Context: an optimization exercise on an open-source flow, tuned for small area, a short achievable clock period and few clock cycles per item. The choices shown serve that exercise and are no tape-out recipe. Where RTL was checked, it was by simulation tests only, not by an equivalence proof against the original. For run 1, only the layout was checked, not whether the RTL still works.

==> flow/design.v, too long to show whole: its modules and the start of the top module <==
// module symhash: 1925 lines
module symhash (
    input  wire         clk,
    input  wire         rst,
    input  wire         in_valid,
    output wire         in_ready,
    input  wire [1:0]   in_kind,       
    input  wire [127:0] in_src_addr,   
    input  wire [127:0] in_dst_addr,
    input  wire [15:0]  in_src_port,
    input  wire [15:0]  in_dst_port,
    input  wire         in_l4,         
    input  wire         in_frag,       
    input  wire [7:0]   in_proto,
    input  wire [15:0]  in_etype,
    input  wire [11:0]  in_vid,
    input  wire [63:0]  in_udf,        
    input  wire [4:0]   in_cfg,        
    input  wire [31:0]  in_seed,       
    output wire         out_valid,
    input  wire         out_ready,
    output wire [31:0]  out_hash
);
  // ...
==> flow/run.sh <==
#!/bin/bash
# synth_recipe.tcl (not shown) runs the flow's synth.tcl, then flattens the netlist and writes it again
# the make line also repeats each setting of config.mk as NAME=value (left out here)
make -C /OpenROAD-flow-scripts/flow DESIGN_CONFIG=/design/flow/config.mk WORK_HOME=/design/flow/orfs CLKGATE_MAP_FILE= SYNTH_SCRIPT=/design/flow/synth_recipe.tcl finish
==> flow/config.mk <==
export PLATFORM = sky130hd
export DESIGN_NAME = symhash
export DESIGN_NICKNAME = symhash
export VERILOG_FILES = /design/flow/design.v
export SDC_FILE = /design/flow/constraint.sdc
export NUM_CORES = 4
export LEC_CHECK = 0
export CAP_MARGIN = 20
export CORE_MARGIN = 2
export CORE_UTILIZATION = 50
export PLACE_DENSITY = 0.65
export SETUP_SLACK_MARGIN = 1.5
export SLEW_MARGIN = 20
==> flow/constraint.sdc <==
create_clock -name core_clock -period 8.0 [get_ports {clk}]
set_input_delay 1.6000 -clock core_clock [delete_from_list [all_inputs] [get_ports {clk}]]
set_output_delay 1.6000 -clock core_clock [all_outputs]
set_load 0.01 [all_outputs]
==> impl_results.md, run 1 <==
- Most used routing layer: met2
- Met1 Use GR: 0.748
- Cell with the most instances after synthesis: xnor2_1
- Worst setup endpoint GRT: out_hash[17]
- Clk sinks: 142
- Met2 usage: 0.844
- Placed instance area: 71200 um2
- EDFF count, synth: 141
- Synth Area in XOR/XNOR: 0.614
- Yosys warning count: 1
- Inserted Clock Buffers: 17
- Synth top cells by count: xnor2_1 (2090), xor2_1 (713), xnor3_1 (487)
- Placed Cells: 8967
- Mux cell area share after synthesis: 0.0111
- Compound-Gate Fraction of Synth Area: 0.119
- Routability cong.: 1.37
- Detailed Place HPWL: 370000 um
- IO Pins: 467
- Port buffer count: 466
- Ys flop type: edfxtp_1
- Synth area leader: xnor2_1
- Root buffer cell: clkbuf_16
- Mapped Cells: 6861
- Post-cts sizing count: 107
- Exit stage: global routing
- DP Worst Slack: 0.227 ns
- Main combinational cell family by area after synthesis: XOR/XNOR gates
- Stop err: [ERROR GRT-0232] Routing congestion too high. Check the congestion heatmap in the GUI.
- Post-Synth Simple-Gate Area: 0.107
- Yosys top cell area share: 0.290
- Hold-fix buffers, CTS: 0
- Outcome: aborted with a tool error
- Synth cell types: 129
- Total global-route track usage: 0.719
- Worst EP Category: primary output
- Top cells by area, synth: xnor2_1 (29%), xnor3_1 (17%), xor2_1 (9.9%)
- Gr ovfl total: 7
- Synthesized flop and latch total: 142
- Post-Syn Area: 63200 um2
==> run 2, diff against run 1 <==
--- a/flow/design.v
+++ b/flow/design.v
@@ -25,48 +25,48 @@
     localparam KIND_IPV6 = 2'd2;
     localparam KIND_ERR  = 2'd3;
     wire is_l2   = (in_kind == KIND_L2);
     wire is_ipv4 = (in_kind == KIND_IPV4);
     wire is_ipv6 = (in_kind == KIND_IPV6);
     wire is_err  = (in_kind == KIND_ERR);
     wire [127:0] src_a = is_ipv6 ? in_src_addr :
                          is_ipv4 ? {96'd0, in_src_addr[31:0]} :
-                                   {80'd0, in_src_addr[47:0]};
+                         is_l2   ? {80'd0, in_src_addr[47:0]} : 128'd0;
     wire [127:0] dst_a = is_ipv6 ? in_dst_addr :
                          is_ipv4 ? {96'd0, in_dst_addr[31:0]} :
-                                   {80'd0, in_dst_addr[47:0]};
+                         is_l2   ? {80'd0, in_dst_addr[47:0]} : 128'd0;
     wire use_ports = !is_l2 && in_cfg[0] && in_l4 && !in_frag;
     wire [15:0] src_p = use_ports ? in_src_port : 16'd0;
     wire [15:0] dst_p = use_ports ? in_dst_port : 16'd0;
-    function [1:0] cmp_lt_eq;           
+    function [1:0] cmp_lt_gt;           
         input [127:0] d;
         input [127:0] s;
-        reg [127:0] lt_v, eq_v;
+        reg [127:0] lt_v, gt_v;
         integer lv, j;
         begin
             lt_v = ~d & s;
-            eq_v = ~(d ^ s);
+            gt_v = d & ~s;
             for (lv = 64; lv >= 1; lv = lv / 2)
                 for (j = 0; j < lv; j = j + 1) begin
-                    lt_v[j] = lt_v[2*j+1] | (eq_v[2*j+1] & lt_v[2*j]);
-                    eq_v[j] = eq_v[2*j+1] & eq_v[2*j];
+                    lt_v[j] = lt_v[2*j+1] | (~gt_v[2*j+1] & lt_v[2*j]);
+                    gt_v[j] = gt_v[2*j+1] | (~lt_v[2*j+1] & gt_v[2*j]);
                 end
-            cmp_lt_eq = {lt_v[0], eq_v[0]};
+            cmp_lt_gt = {lt_v[0], gt_v[0]};
         end
     endfunction
-    wire [1:0] c_hi = cmp_lt_eq({48'd0, in_dst_addr[127:48]}, {48'd0, in_src_addr[127:48]});
-    wire [1:0] c_md = cmp_lt_eq({112'd0, in_dst_addr[47:32]}, {112'd0, in_src_addr[47:32]});
-    wire [1:0] c_lo = cmp_lt_eq({96'd0, in_dst_addr[31:0]},   {96'd0, in_src_addr[31:0]});
-    wire [1:0] c_pt = cmp_lt_eq({112'd0, in_dst_port},        {112'd0, in_src_port});
+    wire [1:0] c_hi = cmp_lt_gt({48'd0, in_dst_addr[127:48]}, {48'd0, in_src_addr[127:48]});
+    wire [1:0] c_md = cmp_lt_gt({112'd0, in_dst_addr[47:32]}, {112'd0, in_src_addr[47:32]});
+    wire [1:0] c_lo = cmp_lt_gt({96'd0, in_dst_addr[31:0]},   {96'd0, in_src_addr[31:0]});
+    wire [1:0] c_pt = cmp_lt_gt({112'd0, in_dst_port},        {112'd0, in_src_port});
     wire lt_pt  = use_ports & c_pt[1];
-    wire lt_lop = c_lo[1] | (c_lo[0] & lt_pt);
-    wire lt_md2 = c_md[1] | (c_md[0] & c_lo[1]);
-    wire lt_md6 = c_md[1] | (c_md[0] & lt_lop);
-    wire swap = is_ipv6 ? (c_hi[1] | (c_hi[0] & lt_md6)) :
+    wire lt_lop = c_lo[1] | (~c_lo[0] & lt_pt);
+    wire lt_md2 = c_md[1] | (~c_md[0] & c_lo[1]);
+    wire lt_md6 = c_md[1] | (~c_md[0] & lt_lop);
+    wire swap = is_ipv6 ? (c_hi[1] | (~c_hi[0] & lt_md6)) :
                 is_ipv4 ? lt_lop : lt_md2;
     wire [143:0] ks = {src_a, src_p};
     wire [143:0] kd = {dst_a, dst_p};
     wire [31:0] seed_b = {in_seed[7:0], in_seed[15:8], in_seed[23:16], in_seed[31:24]};
     function [287:0] place;
         input [1:0]   kind;
         input [143:0] a;
         input [143:0] b;
@@ -1581,55 +1581,43 @@
             tlen = tlen + 4'd2;
         end
         if (use_f[4]) begin
             tail = {tail[39:0], in_udf};
             tlen = tlen + 4'd8;
         end
     end
     reg         vld;
-    reg         err_r;
     reg [31:0]  x0_r;
     reg [103:0] w_r;
-    reg [3:0]   tl_r;
+    reg [13:0]  ts_r;      
     assign in_ready  = !vld || out_ready;
     assign out_valid = vld;
     always @(posedge clk) begin
         if (rst)
             vld <= 1'b0;
         else if (in_ready)
             vld <= in_valid;
         if (in_valid && in_ready) begin
-            err_r <= is_err;
             x0_r  <= x0;
             w_r   <= tail;
-            tl_r  <= tlen;
+            ts_r  <= is_err ? 14'd0 : (14'd1 << tlen);
         end
     end
     reg [103:0] x0_inj;
     integer e, i;
     always @(*) begin
         x0_inj = 104'd0;
         for (e = 0; e < 13; e = e + 1)
             for (i = 0; i < 4; i = i + 1)
-                if (tl_r == e + 1 + i)
-                    x0_inj[8*e +: 8] = x0_r[8*i +: 8];
-    end
-    reg [31:0] x0_rest;
-    always @(*) begin
-        case (tl_r)
-            4'd0:    x0_rest = x0_r;
-            4'd1:    x0_rest = {8'd0, x0_r[31:8]};
-            4'd2:    x0_rest = {16'd0, x0_r[31:16]};
-            4'd3:    x0_rest = {24'd0, x0_r[31:24]};
-            default: x0_rest = 32'd0;
-        endcase
-        if (err_r)
-            x0_rest = 32'd0;
+                if (e + 1 + i <= 13)
+                    x0_inj[8*e +: 8] = x0_inj[8*e +: 8] | ({8{ts_r[e + 1 + i]}} & x0_r[8*i +: 8]);
     end
+    wire [31:0] x0_rest = ({32{ts_r[0]}} & x0_r) | ({32{ts_r[1]}} & {8'd0, x0_r[31:8]}) |
+                          ({32{ts_r[2]}} & {16'd0, x0_r[31:16]}) | ({32{ts_r[3]}} & {24'd0, x0_r[31:24]});
     wire [103:0] hin = w_r ^ x0_inj;
     wire [31:0]  hx;
     wire [260:0] nh_t;
     assign nh_t[0] = hin[15] ^ hin[24];
     assign nh_t[1] = hin[23] ^ hin[30];
     assign nh_t[2] = hin[42] ^ hin[54];
     assign nh_t[3] = hin[52] ^ hin[67];
     assign nh_t[4] = hin[53] ^ hin[68];
==> flow/config.mk (replaced) <==
export PLATFORM = sky130hd
export DESIGN_NAME = symhash
export DESIGN_NICKNAME = symhash
export VERILOG_FILES = /design/flow/design.v
export SDC_FILE = /design/flow/constraint.sdc
export NUM_CORES = 4
export LEC_CHECK = 0
export CAP_MARGIN = 20
export CORE_MARGIN = 2
export CORE_UTILIZATION = 42
export PLACE_DENSITY = 0.6
export SETUP_SLACK_MARGIN = 3.0
export SLEW_MARGIN = 20
==> run 2 against run 1 <==
Effect of this change:
- the run again fails in global routing
- synthesized area down 6.2%
- synthesized cell count up 3.8%
==> impl_results.md, run 2 <==
- Compound-Gate Fraction of Synth Area: 0.140 (was 0.119)
- Routability cong.: 1.35 (was 1.37)
- Post-Syn Area: 59300 um2 (was 63200 um2)
- Level count of the clock H-tree: 4 (unchanged)
- FFs w/ async S/R, synth: 0 (unchanged)
- Die Wd: 380 um (was 360 um)
- # rows: 137 (was 130)
- Main combinational cell family by area after synthesis: XOR/XNOR gates (unchanged)
- Post-Syn Nets: 7559 (was 7437)
- Mapped Cells: 7125 (was 6861)
- Initial core utilization: 0.424 (was 0.503)
- EDFF count, synth: 150 (was 141)
- Synth Area in XOR/XNOR: 0.606 (was 0.614)
- Total global-route track usage: 0.738
- Inserted Clock Buffers: 17 (unchanged)
- Yosys warning count: 1 (unchanged)
- Cell with the most instances after synthesis: xnor2_1 (unchanged)
- Die Span Y: 380 um (was 360 um)
- Number of global-route vias before repair: 75400
- First-pass GRT wire length: 733000 um
- Ys flop type: edfxtp_1 (unchanged)
- Largest net degree at the start of global routing: 151
- Post-Synth Simple-Gate Area: 0.107 (about the same)
- Synth area leader: xnor2_1 (unchanged)
- Hold-fix buffers, CTS: 0 (unchanged)
- Detailed Place HPWL: 389000 um (was 370000 um)
- Clk sinks: 151 (was 142)
- Post-synthesis sequential area ratio: 0.0763 (was 0.0673)
- IO Pins: 467 (unchanged)
- Top cells by area, synth: xnor2_1 (40%), xor2_1 (11%), edfxtp_1 (7.6%) (was xnor2_1 (29%), xnor3_1 (17%), xor2_1 (9.9%))
- Placed instance area: 68700 um2 (was 71200 um2)
- Stop err: [ERROR GRT-0116] Global routing finished with congestion. Check the congestion regions in the DRC Viewer. (was [ERROR GRT-0232] Routing congestion too high. Check the congestion heatmap in the GUI.)
- Port buffer count: 466 (unchanged)
- Root buffer cell: clkbuf_16 (unchanged)
- Yosys top cell area share: 0.398 (was 0.290)
- Mux cell area share after synthesis: 0.00941 (was 0.0111)
- Synth top cells by count: xnor2_1 (2696), xor2_1 (777), nor2_1 (396) (was xnor2_1 (2090), xor2_1 (713), xnor3_1 (487))
- Synth cell types: 116 (was 129)
- Exit stage: global routing (unchanged)
- Synthesized flop and latch total: 151 (was 142)
- Gr ovfl total: 272
- Syn avg cell area: 8.32 um2 (was 9.21 um2)
- Outcome: aborted with a tool error (unchanged)
- Max clock buf depth: 2 (unchanged)
- Post-Synth Adder-Cell Area: 0.0154 (was 0.0283)
==> run 2: cell types whose count changed after synthesis, moves of 47 or more <==
cell / delta
xnor2_1: +606
xnor3_1: -303
ha_1: -142
a22o_1: +90
maj3_1: +90
a221oi_1: +82
inv_1: -68
xor2_1: +64
nand2b_1: +61
a21o_1: -55
buf_6: -47
==> run 2: logic make-up after synthesis <==
group,count (synthesis)
xor+xnor,3731
simple gates,1327
compound gates,1164
buf+inv,608
flops,151
fa+ha+maj,91
mux,53
==> run 2: what timing repair did <==
action / in CTS
setup buffers: 599
pin swaps: 417
cloned: 19
gates resized for setup: 2095
setup endpoints to repair: 66
hold endpoints to repair: 0
==> run 2: metrics by stage <==
step	setup WS, ns	cells	hold WS, ns	util
after floorplan	3.22	7125	0.593	-
after detailed placement	0.687	9536	0.537	0.491
after CTS	2.62	10200	0.548	0.615
after global placement	0.550	9531	0.517	0.490
==> run 2: worst min path at each step <==
| stage | startpoint | to |
|---|---|---|
| floorplan | vld$_SDFFE_PP0N_ | vld$_SDFFE_PP0N_ |
| global placement | vld$_SDFFE_PP0N_ | vld$_SDFFE_PP0N_ |
| detailed placement | vld$_SDFFE_PP0N_ | vld$_SDFFE_PP0N_ |
| CTS | vld$_SDFFE_PP0N_ | vld$_SDFFE_PP0N_ |
==> run 2: per-layer routing <==
metal / GRT usage / overflow
met1: 0.771 / 1
met3: 0.603 / 2
met2: 0.863 / 139
met4: 0.701 / 130
met5: 0.291 / 0
Testbench counts of run 2, summed over its fixed seeds: cycles 2,408, items 2,400.
==> run 3, diff against run 2 <==
==> flow/flow/run.sh (new file) <==
#!/bin/bash
# Own layout flow: the standard flow, with the port buffers made from
# buf_2 cells instead of ORFS's default choice. Each step's output is logged.
set -euo pipefail
export BUFFER_PORTS_ARGS="-buffer_cell sky130_fd_sc_hd__buf_2"
bash standard.sh synth > synth.log 2>&1
bash standard.sh > layout.log 2>&1
==> flow/standard.sh (new file) <==
#!/bin/bash
# synth_recipe.tcl (not shown) runs the flow's synth.tcl, then flattens the netlist and writes it again
# the make line also repeats each setting of config.mk as NAME=value (left out here)
make -C /OpenROAD-flow-scripts/flow DESIGN_CONFIG=/design/flow/config.mk WORK_HOME=/design/flow/orfs CLKGATE_MAP_FILE= SYNTH_SCRIPT=/design/flow/synth_recipe.tcl "${@:-finish}"
--- a/flow/config.mk
+++ b/flow/config.mk
@@ -7,7 +7,8 @@
 export LEC_CHECK = 0
 export CAP_MARGIN = 20
 export CORE_MARGIN = 2
-export CORE_UTILIZATION = 42
+export CORE_UTILIZATION = 38
+export GPL_TIMING_DRIVEN = 0
 export PLACE_DENSITY = 0.6
-export SETUP_SLACK_MARGIN = 3.0
+export SETUP_SLACK_MARGIN = 1.5
 export SLEW_MARGIN = 20
removed: flow/run.sh
==> run 3 against run 2 <==
Effect of this change:
- the run again fails in global routing
- synthesized area stayed put
- synthesized cell count unchanged
==> impl_results.md, run 3 <==
- Main combinational cell family by area after synthesis: XOR/XNOR gates (unchanged)
- Outcome: aborted with a tool error (unchanged)
- Synth top cells by count: xnor2_1 (2696), xor2_1 (777), nor2_1 (396) (unchanged)
- Routability cong.: 1.36 (was 1.35)
- Level count of the clock H-tree: 4 (unchanged)
- Synth Area in XOR/XNOR: 0.606 (unchanged)
- Initial core utilization: 0.384 (was 0.424)
- Largest net degree at the start of global routing: 63
- First-pass GRT wire length: 753000 um
- # rows: 144 (was 137)
- Post-Syn Nets: 7559 (unchanged)
- Ys flop type: edfxtp_1 (unchanged)
- Yosys warning count: 1 (unchanged)
- Inserted Clock Buffers: 17 (unchanged)
- EDFF count, synth: 150 (unchanged)
- Root buffer cell: clkbuf_16 (unchanged)
- Post-Synth Adder-Cell Area: 0.0154 (unchanged)
- FFs w/ async S/R, synth: 0 (unchanged)
- Cell with the most instances after synthesis: xnor2_1 (unchanged)
- Post-synthesis sequential area ratio: 0.0763 (unchanged)
- Synth area leader: xnor2_1 (unchanged)
- Die Wd: 399 um (was 380 um)
- Syn avg cell area: 8.32 um2 (unchanged)
- Stop err: [ERROR GRT-0116] Global routing finished with congestion. Check the congestion regions in the DRC Viewer. (unchanged)
- Compound-Gate Fraction of Synth Area: 0.140 (unchanged)
- Synthesized flop and latch total: 151 (unchanged)
- Number of global-route vias before repair: 67100
- IO Pins: 467 (unchanged)
- Mapped Cells: 7125 (unchanged)
- Yosys top cell area share: 0.398 (unchanged)
- Max clock buf depth: 2 (unchanged)
- Gr ovfl total: 4
- Post-Syn Area: 59300 um2 (unchanged)
- Die Span Y: 399 um (was 380 um)
- Hold-fix buffers, CTS: 0 (unchanged)
- Mux cell area share after synthesis: 0.00941 (unchanged)
- Post-Synth Simple-Gate Area: 0.107 (unchanged)
- Exit stage: global routing (unchanged)
- Synth cell types: 116 (unchanged)
- Total global-route track usage: 0.736
- DP Worst Slack: -0.773 ns (was 0.687 ns)
- Detailed Place HPWL: 465000 um (was 389000 um)
- Port buffer count: 298 (was 466)
- Top cells by area, synth: xnor2_1 (40%), xor2_1 (11%), edfxtp_1 (7.6%) (unchanged)
- Placed Cells: 9541 (was 9536)
- Clk sinks: 151 (unchanged)
==> run 3: metrics by stage <==
stage	TNS, ns	instance area [um2]
3_3_place_gp	-33.44	63300
3_5_place_dp	-19.70	65300
4_1_cts	0	67500
2_1_floorplan	0	59300
==> run 3: worst max-delay path by stage <==
stage | from | depth (start not counted) | slack [ns] | to
after CTS | in_kind[0] | 19 | 1.48 | x0_r[27]$_DFFE_PP_
after detailed placement | in_kind[0] | 18 | -0.77 | x0_r[27]$_DFFE_PP_
after global placement | in_src_addr[7] | 11 | -1.65 | x0_r[14]$_DFFE_PP_
after floorplan | out_ready | 2 | 2.22 | ts_r[0]$_SDFFCE_PP0P_
==> run 3: cell families after synthesis <==
group | count (synthesis)
simple gates | 1327
fa+ha+maj | 91
mux | 53
compound gates | 1164
flops | 151
buf+inv | 608
xor+xnor | 3731
==> run 3: metal layers <==
layer	overflow	GRT usage
met2	1	0.841
met4	3	0.662
met1	0	0.773
met5	0	0.436
met3	0	0.622
==> run 3: what timing repair did <==
action,in CTS
buffers inserted,13
gates resized for setup,283
hold endpoints to repair,0
pin swaps,13
setup endpoints to repair,92
==> run 4, diff against run 3 <==
--- a/flow/config.mk
+++ b/flow/config.mk
@@ -7,8 +7,7 @@
 export LEC_CHECK = 0
 export CAP_MARGIN = 20
 export CORE_MARGIN = 2
-export CORE_UTILIZATION = 38
-export GPL_TIMING_DRIVEN = 0
-export PLACE_DENSITY = 0.6
+export CORE_UTILIZATION = 40
+export PLACE_DENSITY = 0.55
 export SETUP_SLACK_MARGIN = 1.5
 export SLEW_MARGIN = 20
==> run 4 against run 3 <==
Effect of this change:
- now fails the layout checks on capacitance limit, slew limit
- synthesized cell count is the same
- synthesized area is the same
==> impl_results.md, run 4 <==
- Initial antenna violation count: 42
- WS Path Type: primary input to flop
- RR Endpoint: w_r[91]$_SDFFCE_PN0P_
- Drt first pass iters: 17
- Ys flop type: edfxtp_1 (unchanged)
- Synth top cells by count: xnor2_1 (2696), xor2_1 (777), nor2_1 (396) (unchanged)
- Final wirelength: 514000 um
- Final Util: 0.457
- Regs by FF count: w_r x104, x0_r x32, ts_r x14
- Final Hold Vio Count: 0
- Yosys warning count: 1 (unchanged)
- CP arrival: 7.11 ns
- Port buffer count: 466 (was 298)
- Synth area leader: xnor2_1 (unchanged)
- Cell area after layout: 67500 um2
- Final worst path period need: 6.92 ns
- Max-Cap Viols: 1
- P&R area growth vs syn: 13.8%
- Final setup TNS: 0 ns
- R2R depth: 3
- Fin nets: 8026
- Data required, critical path: 8.19 ns
- Remaining DRCs: 0
- Largest net degree at the start of global routing: 117
- R2r setup slk: 5.37 ns
- Mux cell area share after synthesis: 0.00941 (unchanged)
- WHS Path Cells: 2
- Biggest register: w_r
- Crit end category: flop
- Detailed Place HPWL: 406000 um (was 465000 um)
- F_max: 0.145 GHz
- WHS Endpoint: vld$_SDFFE_PP0N_
- Worst Tran Pin Value: 1.59 ns
- Most frequent cells in the layout: xnor2_1 (2640), xor2_1 (763), buf_2 (464)
- Main combinational cell family by area after synthesis: XOR/XNOR gates (unchanged)
- Reg-to-Reg Start: vld$_SDFFE_PP0N_
- Post-Syn Area: 59300 um2 (unchanged)
- Non-filler cells, final: 9591
- Crit path from: in_kind[0]
- Synthesized flop and latch total: 151 (unchanged)
- Post-Synth Adder-Cell Area: 0.0154 (unchanged)
- Root buffer cell: clkbuf_16 (unchanged)
- Initial core utilization: 0.402 (was 0.384)
- # rows: 141 (was 144)
- Mapped Cells: 7125 (unchanged)
- FFs w/ async S/R, synth: 0 (unchanged)
- EDFF count, synth: 150 (unchanged)
- Post-Synth Simple-Gate Area: 0.107 (unchanged)
- Final WS setup: 1.08 ns
- Placed Cells: 9475 (was 9541)
- Die Wd: 389 um (was 399 um)
- Max reg flops: 104
- Final setup vio count: 0
- Total global-route track usage: 0.655
- Placed instance area: 65700 um2 (was 65300 um2)
- Synth cell types: 116 (unchanged)
- Hold-fix buffers, CTS: 0 (unchanged)
- Core area: 147000 um2
- Inserted Clock Buffers: 17 (unchanged)
- WL/cell: 53.6 um
- Cell with the most instances after synthesis: xnor2_1 (unchanged)
- Via count: 70200
- Max clock buf depth: 2 (unchanged)
- Clock insertion delay at the later pin of the skew report: 0.47 ns
- RSZ-0062 raised after global routing: true
- Gr ovfl total: 0
- Synth Area in XOR/XNOR: 0.606 (unchanged)
- Yosys top cell area share: 0.398 (unchanged)
- DR vias/cell: 7.32
- DRT iter0 DRCs: 16500
- Top cells by area, synth: xnor2_1 (40%), xor2_1 (11%), edfxtp_1 (7.6%) (unchanged)
- DP Worst Slack: 0.955 ns (was -0.773 ns)
- Clk sinks: 151 (unchanged)
- Syn avg cell area: 8.32 um2 (unchanged)
- Clock Pin Slew Worst Setup and Hold Paths: 0.07 ns
- First-pass GRT wire length: 650000 um
- Routability cong.: 1.23 (was 1.36)
- Hold Path Class: flop to flop
- IO Pins: 467 (unchanged)
- TritonCTS clock tree: done
- Final Cycle Share: 0.865
- Violated checks: capacitance limit, slew limit
- Commonest non-fill, non-tap cell in the layout: xnor2_1
- Max-slew headroom: -0.0639
- Skew final: 0.0182 ns
- Number of global-route vias before repair: 62300
- CP Max Fanout: 75
- Routed Antenna Nets: 0
- Post-Syn Nets: 7559 (unchanged)
- Compound-Gate Fraction of Synth Area: 0.140 (unchanged)
- Level count of the clock H-tree: 4 (unchanged)
- Die Span Y: 389 um (was 399 um)
- Die ar.: 151000 um2
- Post-synthesis sequential area ratio: 0.0763 (unchanged)
- Final Max Slew Viols: 3
- Outcome: complete, but fails checks (was aborted with a tool error)
- Fraction of layout cells with a size suffix above 1: 0.170
- Beginning of the worst hold path: vld$_SDFFE_PP0N_
- Crit path launch type: primary input
- Filler cells: 14800
[run 4: final cells by class]
type	count	area, um2	share of cell area
antenna	56	140	0.00208
clock buffer	17	425	0.00630
clock inverter	15	201	0.00299
inverter	100	382	0.00566
multi-input combinational	6366	52900	0.784
sequential	151	4520	0.0671
tap	1930	2410	0.0358
timing repair buffer	956	6460	0.0958
[run 4: worst max-delay path by stage]
stage / end / slack, ns / cells past startpoint
after global routing: x0_r[14]$_DFFE_PP_ / 1.30 / 12
final: x0_r[14]$_DFFE_PP_ / 1.08 / 12
after floorplan: ts_r[0]$_SDFFCE_PP0P_ / 2.22 / 2
after global placement: x0_r[21]$_DFFE_PP_ / 0.42 / 13
after CTS: out_hash[6] / 1.51 / 11
after detailed placement: x0_r[0]$_DFFE_PP_ / 0.96 / 14
[run 4: worst max-delay path, cell delays in order]
cell and delay (ns):
buf_8 0.44, nand2b_4 0.52, o22ai_4 0.79, xor2_4 0.78, xnor3_1 0.57, xnor2_1 0.14, buf_4 0.41, xnor3_1 0.42
xnor2_1 0.29, xnor2_1 0.18, xnor2_1 0.68, xnor2_1 0.12
[run 4: timing repair]
action / in CTS / in global routing
cloned: 0 / 0
setup endpoints to repair: 22 / 33
setup buffers: 4 / 4
gates resized for setup: 7 / 32
[run 4: kinds of logic after synthesis]
kind of cell | Yosys count
buffers and inverters | 608
muxes | 53
DFF | 151
AOI/OAI and AO/OA | 1164
xor gates and xnor gates | 3731
adders and majority gates | 91
and+or+nand+nor | 1327
[run 4: through the flow]
stage               hold slack (ns)
finish                        0.542
global route                  0.561
CTS                           0.535
detailed placement            0.524
global placement              0.495
floorplan                     0.593
[run 4: routing by layer]
layer | track usage | up-vias | share of wire
met2 | 0.813 | 8772 | 0.35
li1 | - | 24700 | -
met1 | 0.671 | 33200 | 0.32
met3 | 0.486 | 3393 | 0.19
met4 | 0.647 | 68 | 0.14
met5 | 0.185 | - | 0.0059
==> run 5, diff against run 4 <==
==> flow/flow/run.sh (replaced) <==
#!/bin/bash
# Own layout flow: the standard flow with two changes.
#  - After the standard synthesis, each 3-input XOR/XNOR cell is rewritten as
#    two 2-input cells (flow/split3.py), which take less area; registers and
#    every other cell stay as synthesis made them.
#  - The port buffers are buf_2 cells instead of ORFS's default choice.
# Each step's output goes to a log file of its own in this folder.
set -euo pipefail
export BUFFER_PORTS_ARGS="-buffer_cell sky130_fd_sc_hd__buf_2"
R=orfs/results/sky130hd/symhash/base
bash standard.sh synth > synth.log 2>&1
python3 flow/split3.py $R/1_2_yosys.v $R/1_2_yosys_split.v > split3.log 2>&1
mv $R/1_2_yosys_split.v $R/1_2_yosys.v
rm -f $R/1_synth.odb $R/1_synth.sdc
bash standard.sh > layout.log 2>&1
==> flow/flow/split3.py (new file) <==
#!/usr/bin/env python3
"""Rewrite a gate-level netlist: each 3-input XOR/XNOR cell becomes two 2-input
cells (xor2 then xor2/xnor2), which together take less area than the 3-input cell.
usage: split3.py in.v out.v"""
import re, sys
src = open(sys.argv[1]).read()
pat = re.compile(r'^(\s*)sky130_fd_sc_hd__(xnor3|xor3)_(\d+)\s+(\S+)\s*\(\s*'
                 r'\.A\(([^()]*)\),\s*\.B\(([^()]*)\),\s*\.C\(([^()]*)\),\s*\.X\(([^()]*)\)\s*\);',
                 re.M)
wires = []
count = 0
def rep(m):
    global count
    ind, kind, _drv, name, a, b, c, x = m.groups()
    count += 1
    w = f"split3_n{count}"
    wires.append(w)
    second = "xnor2_1" if kind == "xnor3" else "xor2_1"
    outpin = "Y" if kind == "xnor3" else "X"
    return (f"{ind}sky130_fd_sc_hd__xor2_1 split3_a{count} (.A({a.strip()}), .B({b.strip()}), .X({w}));\n"
            f"{ind}sky130_fd_sc_hd__{second} split3_b{count} (.A({w}), .B({c.strip()}), .{outpin}({x.strip()}));")
out = pat.sub(rep, src)
# declare the new wires after the module header
decl = "".join(f"  wire {w};\n" for w in wires)
out = re.sub(r'(module\s+\w+\s*\([^;]*\);\n)', lambda m: m.group(1) + decl, out, count=1)
open(sys.argv[2], "w").write(out)
print(f"split3: {count} cells split", file=sys.stderr)
--- a/flow/config.mk
+++ b/flow/config.mk
@@ -5,9 +5,9 @@
 export SDC_FILE = /design/flow/constraint.sdc
 export NUM_CORES = 4
 export LEC_CHECK = 0
-export CAP_MARGIN = 20
+export CAP_MARGIN = 40
 export CORE_MARGIN = 2
 export CORE_UTILIZATION = 40
 export PLACE_DENSITY = 0.55
 export SETUP_SLACK_MARGIN = 1.5
-export SLEW_MARGIN = 20
+export SLEW_MARGIN = 40
==> run 5 against run 4 <==
Effect of this change:
- the flow now stops in global routing
- synthesized area shrank 1.7%
- synthesized cell count up 2.8%
==> impl_results.md, run 5 <==
- Inserted Clock Buffers: 17 (unchanged)
- Post-Syn Nets: 7759 (was 7559)
- Initial core utilization: 0.402 (about the same)
- First-pass GRT wire length: 632000 um
- Level count of the clock H-tree: 4 (unchanged)
- Post-Syn Area: 58300 um2 (was 59300 um2)
- Total global-route track usage: 0.639
- Exit stage: global routing
- Root buffer cell: clkbuf_16 (unchanged)
- Routability cong.: 1.29 (was 1.23)
- Outcome: aborted with a tool error (was complete, but fails checks)
- Stop err: [ERROR GRT-0116] Global routing finished with congestion. Check the congestion regions in the DRC Viewer.
- Postcts setup bufs: 0 (was 4)
- Syn avg cell area: 7.95 um2 (was 8.32 um2)
- Detailed Place HPWL: 394000 um (was 406000 um)
- Largest net degree at the start of global routing: 139
- Max clock buf depth: 2 (unchanged)
- Gr ovfl total: 4
- Port buffer count: 466 (unchanged)
- IO Pins: 467 (unchanged)
- Number of global-route vias before repair: 64400
- # rows: 140 (was 141)
- Mapped Cells: 7325 (was 7125)
- Die Span Y: 386 um (was 389 um)
- Yosys warning count: 1 (unchanged)
- Die Wd: 386 um (was 389 um)
-- run 5: worst min-delay path by stage --
stage                           from               end  slack (ns)  depth (start not counted)
floorplan           vld$_SDFFE_PP0N_  vld$_SDFFE_PP0N_        0.59                          2
global placement    vld$_SDFFE_PP0N_  vld$_SDFFE_PP0N_        0.51                          2
detailed placement  vld$_SDFFE_PP0N_  vld$_SDFFE_PP0N_        0.51                          2
CTS                 vld$_SDFFE_PP0N_  vld$_SDFFE_PP0N_        0.52                          2
-- run 5: layer usage --
metal | GRT overflow | GRT usage
met1 | 0 | 0.689
met2 | 3 | 0.798
met3 | 0 | 0.458
met4 | 1 | 0.573
met5 | 0 | 0.135
-- run 5: per-stage QoR --
step,instance area [um2],utilization,worst slack (ns),cells
2_1_floorplan,58300,-,2.22,7325
4_1_cts,65700,0.453,1.50,9658
3_3_place_gp,64100,0.442,0.833,9613
3_5_place_dp,65000,0.448,1.18,9626
-- run 5: timing repair --
action,CTS
hold endpoints to repair,0
setup endpoints to repair,7
hold buffers,0
resized for setup,5
==> run 6, diff against run 5 <==
--- a/flow/config.mk
+++ b/flow/config.mk
@@ -7,7 +7,7 @@
 export LEC_CHECK = 0
 export CAP_MARGIN = 40
 export CORE_MARGIN = 2
-export CORE_UTILIZATION = 40
-export PLACE_DENSITY = 0.55
+export CORE_UTILIZATION = 35
+export PLACE_DENSITY = 0.5
 export SETUP_SLACK_MARGIN = 1.5
 export SLEW_MARGIN = 40
==> run 6 against run 5 <==
Effect of this change:
- the run now finishes clean
- synthesized area stayed put
- synthesized cell count is the same
==> impl_results.md, run 6 <==
- Outcome: no timing/DRC/antenna violations (was aborted with a tool error)
- Fraction of layout cells with a size suffix above 1: 0.184
- Final wirelength: 516000 um
- WHS Endpoint: vld$_SDFFE_PP0N_
- CP arrival: 7.27 ns
- Remaining DRCs: 0
- Crit path launch type: primary input
- Final setup vio count: 0
- Initial antenna violation count: 48
- Total global-route track usage: 0.583
- Skew final: 0.00885 ns
- Die Wd: 412 um (was 386 um)
- RR Endpoint: w_r[66]$_SDFFCE_PN0P_
- Number of global-route vias before repair: 61400
- Non-filler cells, final: 10100
- RSZ-0062 raised after global routing: true
- Final Hold Vio Count: 0
- Die Span Y: 412 um (was 386 um)
- Biggest register: w_r
- DRT iter0 DRCs: 14400
- Commonest non-fill, non-tap cell in the layout: xnor2_1
- Crit-path slowest cell: nand2b_4
- Root buffer cell: clkbuf_16 (unchanged)
- Reg-to-Reg Start: vld$_SDFFE_PP0N_
- Post-Syn Nets: 7759 (unchanged)
- Placed Cells: 9983 (was 9626)
- Max-Cap Viols: 0
- Footprint of the multi-input gates: 52800 um2
- R2r setup slk: 5.76 ns
- Worst Tran Pin Value: 1.05 ns
- Largest stage delay, worst path: 0.63 ns
- Final Util: 0.411
- Final worst path period need: 7.07 ns
- P&R area growth vs syn: 16.5%
- WS Path Type: primary input to flop
- # rows: 149 (was 140)
- Routed Antenna Nets: 0
- Filler cells: 17200
- Mapped Cells: 7325 (unchanged)
- Yosys warning count: 1 (unchanged)
- Routability cong.: 1.27 (was 1.29)
- Final setup TNS: 0 ns
- F_max: 0.142 GHz
- Fin nets: 8275
- Cell area after layout: 67800 um2
- Final Cycle Share: 0.883
- Detailed Place HPWL: 424000 um (was 394000 um)
- Die ar.: 170000 um2
- Clk sinks: 151
- Max reg flops: 104
- WHS Path Cells: 2
- First-pass GRT wire length: 647000 um
- Beginning of the worst hold path: vld$_SDFFE_PP0N_
- Post-Syn Area: 58300 um2 (unchanged)
- Clock insertion delay at the later pin of the skew report: 0.46 ns
- TritonCTS clock tree: done
- CP Max Fanout: 73
- Drt first pass iters: 17
- Syn avg cell area: 7.95 um2 (unchanged)
- Max-slew headroom: 0.293
- Register Area: 4520 um2
- Gr ovfl total: 0
- Cells along the critical path: buf_8, nand2b_4, buf_4, o22ai_2, buf_4, xor2_1, o21ai_0, xor2_1, xnor2_1, xor2_1, xnor2_1, xnor2_1, nand4_1, xnor2_1
- Level count of the clock H-tree: 4 (unchanged)
- DR vias/cell: 6.82
- Via count: 68800
- R2R depth: 3
- Core area: 165000 um2
- Crit-path most repeated cell: xnor2_1
- Hold Path Class: flop to flop
- Final Max Slew Viols: 0
- Hold-fix buffers, CTS: 0 (unchanged)
- WL/cell: 51.2 um
- Max clock buf depth: 2 (unchanged)
- Data required, critical path: 8.20 ns
- Crit end category: flop
- Clock Pin Slew Worst Setup and Hold Paths: 0.07 ns
- IO Pins: 467 (unchanged)
- Initial core utilization: 0.353 (was 0.402)
- Placed instance area: 66200 um2 (was 65000 um2)
- Port buffer count: 466 (unchanged)
- Inserted Clock Buffers: 17 (unchanged)
- Regs by FF count: w_r x104, x0_r x32, ts_r x14
- Most frequent cells in the layout: xnor2_1 (2764), xor2_1 (967), buf_4 (507)
- Largest net degree at the start of global routing: 90
==> run 6: per-layer routing <==
metal / global-route usage / vias to the layer above / wire length [um]
li1: - / 25200 / -
met1: 0.656 / 33000 / 182000
met2: 0.730 / 7903 / 180000
met3: 0.405 / 2635 / 94300
met4: 0.472 / 69 / 57600
met5: 0.0822 / - / 2700
==> run 6: repair_timing <==
| item | 4_1_cts | 5_1_grt |
|---|---|---|
| pin swaps | 0 | 3 |
| cloned | 0 | 1 |
| buffers inserted | 1 | 13 |
| setup endpoints to repair | 18 | 32 |
| gates resized for setup | 15 | 15 |
==> run 6: area by class of cell <==
cell class | count | area share
antenna | 40 | 0.00148
clock buffer | 18 | 0.00633
clock inverter | 14 | 0.00299
inverter | 100 | 0.00559
multi-input combinational | 6567 | 0.778
sequential | 151 | 0.0667
tap | 2189 | 0.0404
timing repair buffer | 1004 | 0.0983
==> run 6: per-stage QoR <==
step	setup WS, ns	hold slack (ns)
finish	0.935	0.530
global route	1.44	0.565
CTS	1.51	0.535
detailed placement	1.03	0.528
global placement	0.272	0.504
floorplan	2.22	0.593
==> run 6: worst max-delay path, delay by kind of cell <==
family	cells	cell delay, ns
xor+xnor	7	2.64
compound gates	2	0.74
simple gates	2	0.87
buf+inv	3	1.27
==> run 6: worst max-delay path by stage <==
stage | endpoint | slack, ns | from
3_3_place_gp | x0_r[1]$_DFFE_PP_ | 0.27 | in_kind[0]
5_1_grt | x0_r[18]$_DFFE_PP_ | 1.44 | in_kind[1]
6_report | x0_r[2]$_DFFE_PP_ | 0.93 | in_kind[1]
4_1_cts | x0_r[18]$_DFFE_PP_ | 1.51 | in_kind[0]
3_5_place_dp | x0_r[14]$_DFFE_PP_ | 1.03 | in_kind[0]
2_1_floorplan | ts_r[0]$_SDFFCE_PP0P_ | 2.22 | out_ready
==> run 7, diff against run 6 <==
==> flow/config.mk (replaced) <==
export PLATFORM = sky130hd
export DESIGN_NAME = symhash
export DESIGN_NICKNAME = symhash
export VERILOG_FILES = /design/flow/design.v
export SDC_FILE = /design/flow/constraint.sdc
export NUM_CORES = 4
export LEC_CHECK = 0
export CAP_MARGIN = 50
export CORE_MARGIN = 2
export CORE_UTILIZATION = 32
export PLACE_DENSITY = 0.48
export SETUP_SLACK_MARGIN = 1.5
export SLEW_MARGIN = 50
==> run 7 against run 6 <==
Effect of this change:
- largest cell class unchanged
- cell count rose by 2.2%
- die area rose by 9.3%
- final area up 2.8%
- non-clock buffer count rose by 52
- clock skew increased by 0.0022 ns
- critical path type unchanged
- register-to-register slack better by 0.46 ns
- utilization shrank 2.5 points
==> impl_results.md, run 7 <==
- Post-Syn Area: 58300 um2 (unchanged)
- Detailed Place HPWL: 440000 um (was 424000 um)
- Most frequent cells in the layout: xnor2_1 (2679), xor2_1 (948), buf_4 (542) (was xnor2_1 (2764), xor2_1 (967), buf_4 (507))
- CP Max Fanout: 9 (was 73)
- Reg-to-Reg Start: vld$_SDFFE_PP0N_ (unchanged)
- Largest stage delay, worst path: 0.61 ns (was 0.63 ns)
- WL/cell: 51.0 um (was 51.2 um)
- Root buffer cell: clkbuf_16 (unchanged)
- Register Area: 4520 um2 (unchanged)
- Fin nets: 8329 (was 8275)
- Postcts setup bufs: 0 (was 1)
- # rows: 156 (was 149)
- Regs by FF count: w_r x104, x0_r x32, ts_r x14 (unchanged)
- Outcome: no timing/DRC/antenna violations (unchanged)
- Max-Cap Viols: 0 (unchanged)
- Footprint of the multi-input gates: 54200 um2 (was 52800 um2)
- Final Max Slew Viols: 0 (unchanged)
- IO Pins: 467 (unchanged)
- Max clock buf depth: 2 (unchanged)
- Initial antenna violation count: 43 (was 48)
- Mapped Cells: 7325 (unchanged)
- CP arrival: 6.87 ns (was 7.27 ns)
- Routability cong.: 1.25 (was 1.27)
- Post-Syn Nets: 7759 (unchanged)
- Max reg flops: 104 (unchanged)
- Hold Path Class: flop to flop (unchanged)
- Clock insertion delay at the later pin of the skew report: 0.45 ns (was 0.46 ns)
- Clk sinks: 151 (unchanged)
- Commonest non-fill, non-tap cell in the layout: xnor2_1 (unchanged)
- Non-filler cells, final: 10300 (was 10100)
- Max-slew headroom: 0.352 (was 0.293)
- Fraction of layout cells with a size suffix above 1: 0.210 (was 0.184)
- Crit path launch type: primary input (unchanged)
- Hold-fix buffers, CTS: 0 (unchanged)
- First-pass GRT wire length: 653000 um (was 647000 um)
- Number of global-route vias before repair: 60800 (was 61400)
- Final Cycle Share: 0.834 (was 0.883)
- Crit-path most repeated cell: xnor2_1 (unchanged)
- Die ar.: 185000 um2 (was 170000 um2)
- Beginning of the worst hold path: vld$_SDFFE_PP0N_ (unchanged)
- Placed Cells: 10200 (was 9983)
- Cells along the critical path: buf_2, xnor2_2, buf_4, xor2_1, xnor2_1, buf_4, a21oi_2, o21ai_1, xnor2_1, xnor2_1, xor2_1, xnor2_1, xnor2_1, xnor2_1, nand4_1, xnor2_1 (was buf_8, nand2b_4, buf_4, o22ai_2, buf_4, xor2_1, o21ai_0, xor2_1, xnor2_1, xor2_1, xnor2_1, xnor2_1, nand4_1, xnor2_1)
- Gr ovfl total: 0 (unchanged)
- Final setup vio count: 0 (unchanged)
- Final wirelength: 526000 um (was 516000 um)
- Largest net degree at the start of global routing: 124 (was 90)
- Inserted Clock Buffers: 17 (unchanged)
- Initial core utilization: 0.322 (was 0.353)
- Crit-path slowest cell: a21oi_2 (was nand2b_4)
- TritonCTS clock tree: done (unchanged)
- Crit end category: flop (unchanged)
- Total global-route track usage: 0.543 (was 0.583)
- F_max: 0.150 GHz (was 0.142 GHz)
- Routed Antenna Nets: 0 (unchanged)
- Final Hold Vio Count: 0 (unchanged)
- Level count of the clock H-tree: 4 (unchanged)
- DRT iter0 DRCs: 12800 (was 14400)
- P&R area growth vs syn: 19.7% (was 16.5%)
- Biggest register: w_r (unchanged)
- Worst Tran Pin Value: 0.965 ns (was 1.05 ns)
- Crit path from: in_dst_addr[1] (was in_kind[1])
- Clock Pin Slew Worst Setup and Hold Paths: 0.07 ns (about the same)
- Filler cells: 18900 (was 17200)
- Drt first pass iters: 9 (was 17)
- Final Util: 0.386 (was 0.411)
- Core area: 181000 um2 (was 165000 um2)
- Final worst path period need: 6.67 ns (was 7.07 ns)
- Data required, critical path: 8.19 ns (was 8.20 ns)
- Port buffer count: 466 (unchanged)
- Remaining DRCs: 0 (unchanged)
- WS Path Type: primary input to flop (unchanged)
- Via count: 66800 (was 68800)
- Die Wd: 431 um (was 412 um)
- DR vias/cell: 6.48 (was 6.82)
- RSZ-0062 raised after global routing: true (unchanged)
- Die Span Y: 431 um (was 412 um)
- Skew final: 0.0110 ns (was 0.00885 ns)
- Yosys warning count: 1 (unchanged)
- Syn avg cell area: 7.95 um2 (unchanged)
-- run 7: worst paths after layout --
path	to	slack, ns	depth (start not counted)
setup / recovery	x0_r[13]$_DFFE_PP_	1.33	16
hold reg to reg	vld$_SDFFE_PP0N_	0.53	2
setup reg to reg	w_r[100]$_SDFFCE_PN0P_	6.22	4
hold / removal	vld$_SDFFE_PP0N_	0.53	2
-- run 7: final cells by class --
type / count / area share
multi-input combinational: 6569 / 0.776
timing repair buffer: 1056 / 0.102
sequential: 151 / 0.0649
tap: 2370 / 0.0425
clock buffer: 18 / 0.00615
inverter: 100 / 0.00553
clock inverter: 14 / 0.00181
antenna: 25 / 0.000897
-- run 7: what timing repair did --
| item | in CTS | in global routing |
|---|---|---|
| gates cloned | 2 | 1 |
| endpoints found under the setup margin | 8 | 11 |
| gates resized for setup | 6 | 12 |
| pin swaps | 0 | 1 |
-- run 7: through the flow --
step | setup TNS (ns) | setup slack, ns | hold WS, ns | instance area, um2
floorplan | 0 | 2.22 | 0.593 | 58300
global placement | -0.0709 | -0.0447 | 0.506 | 65800
detailed placement | 0 | 0.798 | 0.524 | 68300
CTS | 0 | 1.46 | 0.530 | 69000
global route | 0 | 1.45 | 0.572 | 69700
finish | 0 | 1.33 | 0.533 | 69700
-- run 7: layer usage --
layer / vias to the layer above / global-route usage / share of wire
met4: 36 / 0.468 / 0.11
met5: - / 0.0221 / 0.0014
met3: 2120 / 0.314 / 0.16
met2: 6928 / 0.711 / 0.37
li1: 25300 / - / -
met1: 32400 / 0.618 / 0.36
-- run 7: critical path: cells and delay by family --
| kind | cells | cell delay (ns) |
|---|---|---|
| buffers and inverters | 3 | 0.86 |
| AND/OR/NAND/NOR | 1 | 0.42 |
| AO/OA/AOI/OAI | 2 | 1.00 |
| XOR/XNOR | 10 | 2.94 |
==> run 8, diff against run 7 <==
--- a/flow/config.mk
+++ b/flow/config.mk
@@ -9,5 +9,5 @@
 export CORE_MARGIN = 2
 export CORE_UTILIZATION = 32
 export PLACE_DENSITY = 0.48
-export SETUP_SLACK_MARGIN = 1.5
+export SETUP_SLACK_MARGIN = 2.0
 export SLEW_MARGIN = 50
==> run 8 against run 7 <==
Effect of this change:
- still clean on timing, DRC and antenna
- highest routed layer unchanged
- non-clock buffer count is 68 higher
- critical path type unchanged
- sequential share of layout area decreased by 0.14 points
- global-route usage rose by 0.31 points
==> impl_results.md, run 8 <==
- Data required, critical path: 8.19 ns (about the same)
- Regs by FF count: w_r x104, x0_r x32, ts_r x14 (unchanged)
- R2R depth: 4 (unchanged)
- Final Max Slew Viols: 0 (unchanged)
- WL/cell: 51.0 um (about the same)
- Initial core utilization: 0.322 (unchanged)
- Hold-fix buffers, CTS: 0 (unchanged)
- Post-Syn Nets: 7759 (unchanged)
- F_max: 0.155 GHz (was 0.150 GHz)
- First-pass GRT wire length: 658000 um (was 653000 um)
- WHS Endpoint: vld$_SDFFE_PP0N_ (unchanged)
- WS Path Type: primary input to flop (unchanged)
- P&R area growth vs syn: 22.4% (was 19.7%)
- Routed Antenna Nets: 0 (unchanged)
- Inserted Clock Buffers: 17 (unchanged)
- Max-slew headroom: 0.375 (was 0.352)
- R2r setup slk: 6.24 ns (was 6.22 ns)
- Core area: 181000 um2 (unchanged)
- Hold Path Class: flop to flop (unchanged)
- Fraction of layout cells with a size suffix above 1: 0.228 (was 0.210)
- Final Hold Vio Count: 0 (unchanged)
- Final wirelength: 529000 um (was 526000 um)
- Largest net degree at the start of global routing: 124 (unchanged)
- Detailed Place HPWL: 440000 um (unchanged)
- Final Cycle Share: 0.808 (was 0.834)
- Clk sinks: 151 (unchanged)
- Clock Pin Slew Worst Setup and Hold Paths: 0.07 ns (about the same)
- Clock insertion delay at the later pin of the skew report: 0.46 ns (was 0.45 ns)
- Max clock buf depth: 2 (unchanged)
- Worst Tran Pin Value: 0.938 ns (was 0.965 ns)
- Mapped Cells: 7325 (unchanged)
- RR Endpoint: w_r[31]$_DFFE_PP_ (was w_r[100]$_SDFFCE_PN0P_)
- Commonest non-fill, non-tap cell in the layout: xnor2_1 (unchanged)
- Beginning of the worst hold path: vld$_SDFFE_PP0N_ (unchanged)
- Skew final: 0.0119 ns (was 0.0110 ns)
- Crit path launch type: primary input (unchanged)
- CP arrival: 6.65 ns (was 6.87 ns)
- Reg-to-Reg Start: vld$_SDFFE_PP0N_ (unchanged)
- Die Wd: 431 um (unchanged)
- Outcome: no timing/DRC/antenna violations (unchanged)
- # rows: 156 (unchanged)
- Most frequent cells in the layout: xnor2_1 (2620), xor2_1 (929), buf_4 (597) (was xnor2_1 (2679), xor2_1 (948), buf_4 (542))
- Crit end category: flop (unchanged)
- Max-Cap Viols: 0 (unchanged)
- Final worst path period need: 6.46 ns (was 6.67 ns)
- Remaining DRCs: 0 (unchanged)
- Port buffer count: 466 (unchanged)
- Max reg flops: 104 (unchanged)
- Final setup TNS: 0 ns (unchanged)
- Initial antenna violation count: 38 (was 43)
- Root buffer cell: clkbuf_16 (unchanged)
- Drt first pass iters: 9 (unchanged)
- Gr ovfl total: 0 (unchanged)
- Die ar.: 185000 um2 (unchanged)
- Number of global-route vias before repair: 61100 (was 60800)
- Yosys warning count: 1 (unchanged)
- Biggest register: w_r (unchanged)
- RSZ-0062 raised after global routing: true (unchanged)
- Post-Syn Area: 58300 um2 (unchanged)
- DR vias/cell: 6.50 (was 6.48)
- Fin nets: 8398 (was 8329)
- Via count: 67400 (was 66800)
- DRT iter0 DRCs: 12800 (about the same)
- Final setup vio count: 0 (unchanged)
- Total global-route track usage: 0.546 (was 0.543)
- IO Pins: 467 (unchanged)
- Routability cong.: 1.25 (unchanged)
- TritonCTS clock tree: done (unchanged)
- Level count of the clock H-tree: 4 (unchanged)
- CP Max Fanout: 71 (was 9)
- WHS Path Cells: 2 (unchanged)
- Die Span Y: 431 um (unchanged)
- Syn avg cell area: 7.95 um2 (unchanged)
-- run 8: changes by cell type in the layout (fill, tap and decap cells not counted), sizes merged --
cell,before,now
clkinv,3,4
diode,25,24
inv,109,108
buf,1047,1115
and3b,9,10
-- run 8: routing by layer --
metal  GRT usage  up-vias  part of all wire
li1            -    25400                 -
met1       0.626    32600              0.36
met2       0.712     7094              0.36
met3       0.308     2188              0.16
met4       0.467       37              0.11
met5      0.0518        -            0.0026
-- run 8: area by class of cell --
class,instances,area (um2)
inverters,100,388
diodes,24,60.1
repair buffers,1124,7720
fillers,18800,109000
flip-flops and latches,151,4520
well taps,2370,2970
clock inverters,14,126
clock buffers,18,429
multi-input cells,6570,55100
-- run 8: critical path, cell delays in order --
cell,delay (ns)
buf_12,0.16
nor2_4,0.60
buf_4,0.44
nand2_1,0.33
o21ai_0,0.26
xor2_1,0.32
xor2_1,0.61
xnor2_1,0.30
xnor2_1,0.21
xnor2_1,0.24
xnor2_1,0.13
xnor2_2,0.37
nand4_1,0.58
xnor2_1,0.29
-- run 8: what timing repair did --
action | CTS | global route
setup buffers | 33 | 36
setup endpoints to repair | 58 | 54
gates resized for setup | 92 | 56
pin swaps | 7 | 10
cloned | 4 | 0
-- run 8: per-stage QoR --
step	util	setup slack [ns]	instances	hold WS [ns]	cell area, um2
3_3_place_gp	0.364	-0.0447	10200	0.506	65800
2_1_floorplan	-	2.22	7325	0.593	58300
5_1_grt	0.394	1.85	10400	0.572	71300
4_1_cts	0.387	1.88	10300	0.530	69900
3_5_place_dp	0.378	0.798	10200	0.524	68300
6_report	0.395	1.54	10400	0.531	71300
-- run 8: worst max-delay path by stage --
stage / startpoint / endpoint / slack [ns] / cells past startpoint
floorplan: out_ready / ts_r[0]$_SDFFCE_PP0P_ / 2.22 / 2
global placement: in_kind[0] / x0_r[26]$_DFFE_PP_ / -0.04 / 16
detailed placement: in_kind[0] / x0_r[30]$_DFFE_PP_ / 0.80 / 16
CTS: in_kind[0] / x0_r[30]$_DFFE_PP_ / 1.88 / 16
global route: in_src_addr[29] / x0_r[14]$_DFFE_PP_ / 1.85 / 15
finish: in_kind[0] / x0_r[13]$_DFFE_PP_ / 1.54 / 14
==> run 9, diff against run 8 <==
--- a/flow/config.mk
+++ b/flow/config.mk
@@ -9,5 +9,5 @@
 export CORE_MARGIN = 2
 export CORE_UTILIZATION = 32
 export PLACE_DENSITY = 0.48
-export SETUP_SLACK_MARGIN = 2.0
+export SETUP_SLACK_MARGIN = 2.5
 export SLEW_MARGIN = 50
==> run 9 against run 8 <==
Effect of this change:
- final area rose by 8.1%
- non-clock buffer count rose by 315
- largest cell class unchanged
- wire length rose by 1.9%
- still clean on timing, DRC and antenna
- maximum frequency rose by 11%
==> impl_results.md, run 9 <==
- Number of global-route vias before repair: 62100 (was 61100)
- Inserted Clock Buffers: 17 (unchanged)
- Via count: 69100 (was 67400)
- DRT iter0 DRCs: 12600 (was 12800)
- WS Path Type: primary input to flop (unchanged)
- Level count of the clock H-tree: 4 (unchanged)
- Crit path launch type: primary input (unchanged)
- Hold-fix buffers, CTS: 0 (unchanged)
- F_max: 0.172 GHz (was 0.155 GHz)
- Detailed Place HPWL: 442000 um (was 440000 um)
- Max reg flops: 104 (unchanged)
- TritonCTS clock tree: done (unchanged)
- Final setup TNS: 0 ns (unchanged)
- Fin nets: 8712 (was 8398)
- Routed Antenna Nets: 0 (unchanged)
- Clk sinks: 151 (unchanged)
- Post-Syn Area: 58300 um2 (unchanged)
- Met1 Use GR: 0.622 (was 0.626)
- Outcome: no timing/DRC/antenna violations (unchanged)
- WL/cell: 50.5 um (was 51.0 um)
- P&R area growth vs syn: 32.3% (was 22.4%)
- Final wirelength: 540000 um (was 529000 um)
- Max clock buf depth: 2 (unchanged)
- CP Max Fanout: 7 (was 71)
- Final worst path period need: 5.83 ns (was 6.46 ns)
- DR vias/cell: 6.46 (was 6.50)
- Syn avg cell area: 7.95 um2 (unchanged)
- Register Area: 4520 um2 (unchanged)
- First-pass GRT wire length: 666000 um (was 658000 um)
- Final Cycle Share: 0.729 (was 0.808)
- Hold Path Class: flop to flop (unchanged)
- Non-filler cells, final: 10700 (was 10400)
- Final Util: 0.426 (was 0.395)
- Post-Syn Nets: 7759 (unchanged)
- Footprint of the multi-input gates: 57800 um2 (was 55100 um2)
- Remaining DRCs: 0 (unchanged)
- Initial core utilization: 0.322 (unchanged)
- Filler cells: 18200 (was 18800)
- Port buffer count: 466 (unchanged)
- Root buffer cell: clkbuf_16 (unchanged)
- Commonest non-fill, non-tap cell in the layout: xnor2_1 (unchanged)
- Worst hold margin: 0.537 ns (was 0.531 ns)
- Total global-route track usage: 0.553 (was 0.546)
- Most frequent cells in the layout: xnor2_1 (2490), xor2_1 (869), buf_4 (868) (was xnor2_1 (2620), xor2_1 (929), buf_4 (597))
- # rows: 156 (unchanged)
- Data required, critical path: 8.20 ns (was 8.19 ns)
- Final setup vio count: 0 (unchanged)
- Largest stage delay, worst path: 0.66 ns (was 0.61 ns)
- Worst Tran Pin Value: 1.03 ns (was 0.938 ns)
- Crit-path slowest cell: xnor2_2 (was xor2_1)
- Max-slew headroom: 0.310 (was 0.375)
- Initial antenna violation count: 40 (was 38)
- Final Hold Vio Count: 0 (unchanged)
- IO Pins: 467 (unchanged)
- RSZ-0062 raised after global routing: true (unchanged)
- Clock insertion delay at the later pin of the skew report: 0.46 ns (about the same)
- Gr ovfl total: 0 (unchanged)
- Die ar.: 185000 um2 (unchanged)
- GR Util met3: 0.329 (was 0.308)
- Die Span Y: 431 um (unchanged)
- Cells along the critical path: buf_2, xnor2_4, buf_4, nand2b_1, a21boi_4, xor2_2, xnor2_2, xor2_1, xnor2_1, xnor2_1, xor2_1, xnor2_1, buf_4, nand4_1, xnor2_1 (was buf_12, nor2_4, buf_4, nand2_1, o21ai_0, xor2_1, xor2_1, xnor2_1, xnor2_1, xnor2_1, xnor2_1, xnor2_2, nand4_1, xnor2_1)
- Largest net degree at the start of global routing: 108 (was 124)
- Met2 usage: 0.719 (was 0.712)
- Routability cong.: 1.22 (was 1.25)
- Clock Pin Slew Worst Setup and Hold Paths: 0.07 ns (about the same)
- Yosys warning count: 1 (unchanged)
- Fraction of layout cells with a size suffix above 1: 0.287 (was 0.228)
- Most used routing layer: met2 (unchanged)
- Placed Cells: 10300 (was 10200)
- Max-Cap Viols: 0 (unchanged)
- Die Wd: 431 um (unchanged)
- Crit-path most repeated cell: xnor2_1 (unchanged)
- CP arrival: 6.03 ns (was 6.65 ns)
- Drt first pass iters: 10 (was 9)
- Final Max Slew Viols: 0 (unchanged)
- Regs by FF count: w_r x104, x0_r x32, ts_r x14 (unchanged)
- Skew final: 0.00953 ns (was 0.0119 ns)
- Crit end category: flop (unchanged)
- Biggest register: w_r (unchanged)
- Mapped Cells: 7325 (unchanged)
- Core area: 181000 um2 (unchanged)
-- run 9: metal layers --
metal,routed length [um],share of wire
met1,191000,0.35
met2,195000,0.36
met3,89400,0.17
met4,63000,0.12
met5,1830,0.0034
-- run 9: layout make-up --
class | count | share of cell area
antenna | 25 | 0.000812
clock buffer | 17 | 0.00552
clock inverter | 15 | 0.00205
inverter | 100 | 0.00510
multi-input combinational | 6569 | 0.749
sequential | 151 | 0.0587
tap | 2370 | 0.0385
timing repair buffer | 1439 | 0.140
-- run 9: path summary, 6_finish.rpt --
kind	cells after the start	slack [ns]	startpoint	endpoint
max reg2reg	4	6.22	vld$_SDFFE_PP0N_	w_r[87]$_SDFFCE_PN0P_
min reg2reg	2	0.54	vld$_SDFFE_PP0N_	vld$_SDFFE_PP0N_
max	15	2.17	in_dst_addr[19]	x0_r[10]$_DFFE_PP_
min	2	0.54	vld$_SDFFE_PP0N_	vld$_SDFFE_PP0N_
-- run 9: what timing repair did --
item / CTS / global route
resized for setup: 364 / 244
endpoints found under the hold margin: 0 / 0
setup buffers: 198 / 100
setup endpoints to repair: 64 / 63
pin swaps: 75 / 74
gates cloned: 6 / 5
-- run 9: stage by stage --
stage	worst slack, ns	instance area, um2
6_report	2.17	77100
5_1_grt	2.21	77000
4_1_cts	2.43	73900
3_5_place_dp	0.845	68700
3_3_place_gp	0.587	66500
2_1_floorplan	3.27	58300
-- run 9: worst max-delay path, delay by kind of cell --
kind / cells / cell delay (ns)
compound gates: 1 / 0.47
simple gates: 2 / 0.65
xor+xnor: 9 / 2.54
buf+inv: 3 / 0.72

-- what the ideal ports hide --
The flow's constraints put no driver on any port. The routed layouts listed below were extracted and timed again, unchanged, in two steps. Step 1, drivers: a clkbuf_16 drives clk and a buf_2 each remaining input, both assumed. Step 2 moves the port delays by t, midway between the first and last clock arrival at a register: inputs arrive t later, outputs are due t later. That takes back most of the time a late clock gives input paths. Three values: ideal, step 1, step 2; two values: the first two.
run | t, ns | setup slack, ns | latest minus earliest clock arrival (ns)
run 4 | 0.502 | 1.082 / 1.081 / 0.578 | 0.025 / 0.025
run 6 | 0.501 | 0.935 / 0.931 / 0.430 | 0.017 / 0.018
run 7 | 0.499 | 1.328 / 1.335 / 0.836 | 0.020 / 0.020
run 8 | 0.502 | 1.539 / 1.542 / 1.039 | 0.019 / 0.019
run 9 | 0.502 | 2.169 / 1.987 / 1.485 | 0.018 / 0.017
For run 9, which loses most, drivers alone change the setup slack by -0.182 ns; drivers and shift together by -0.684 ns.
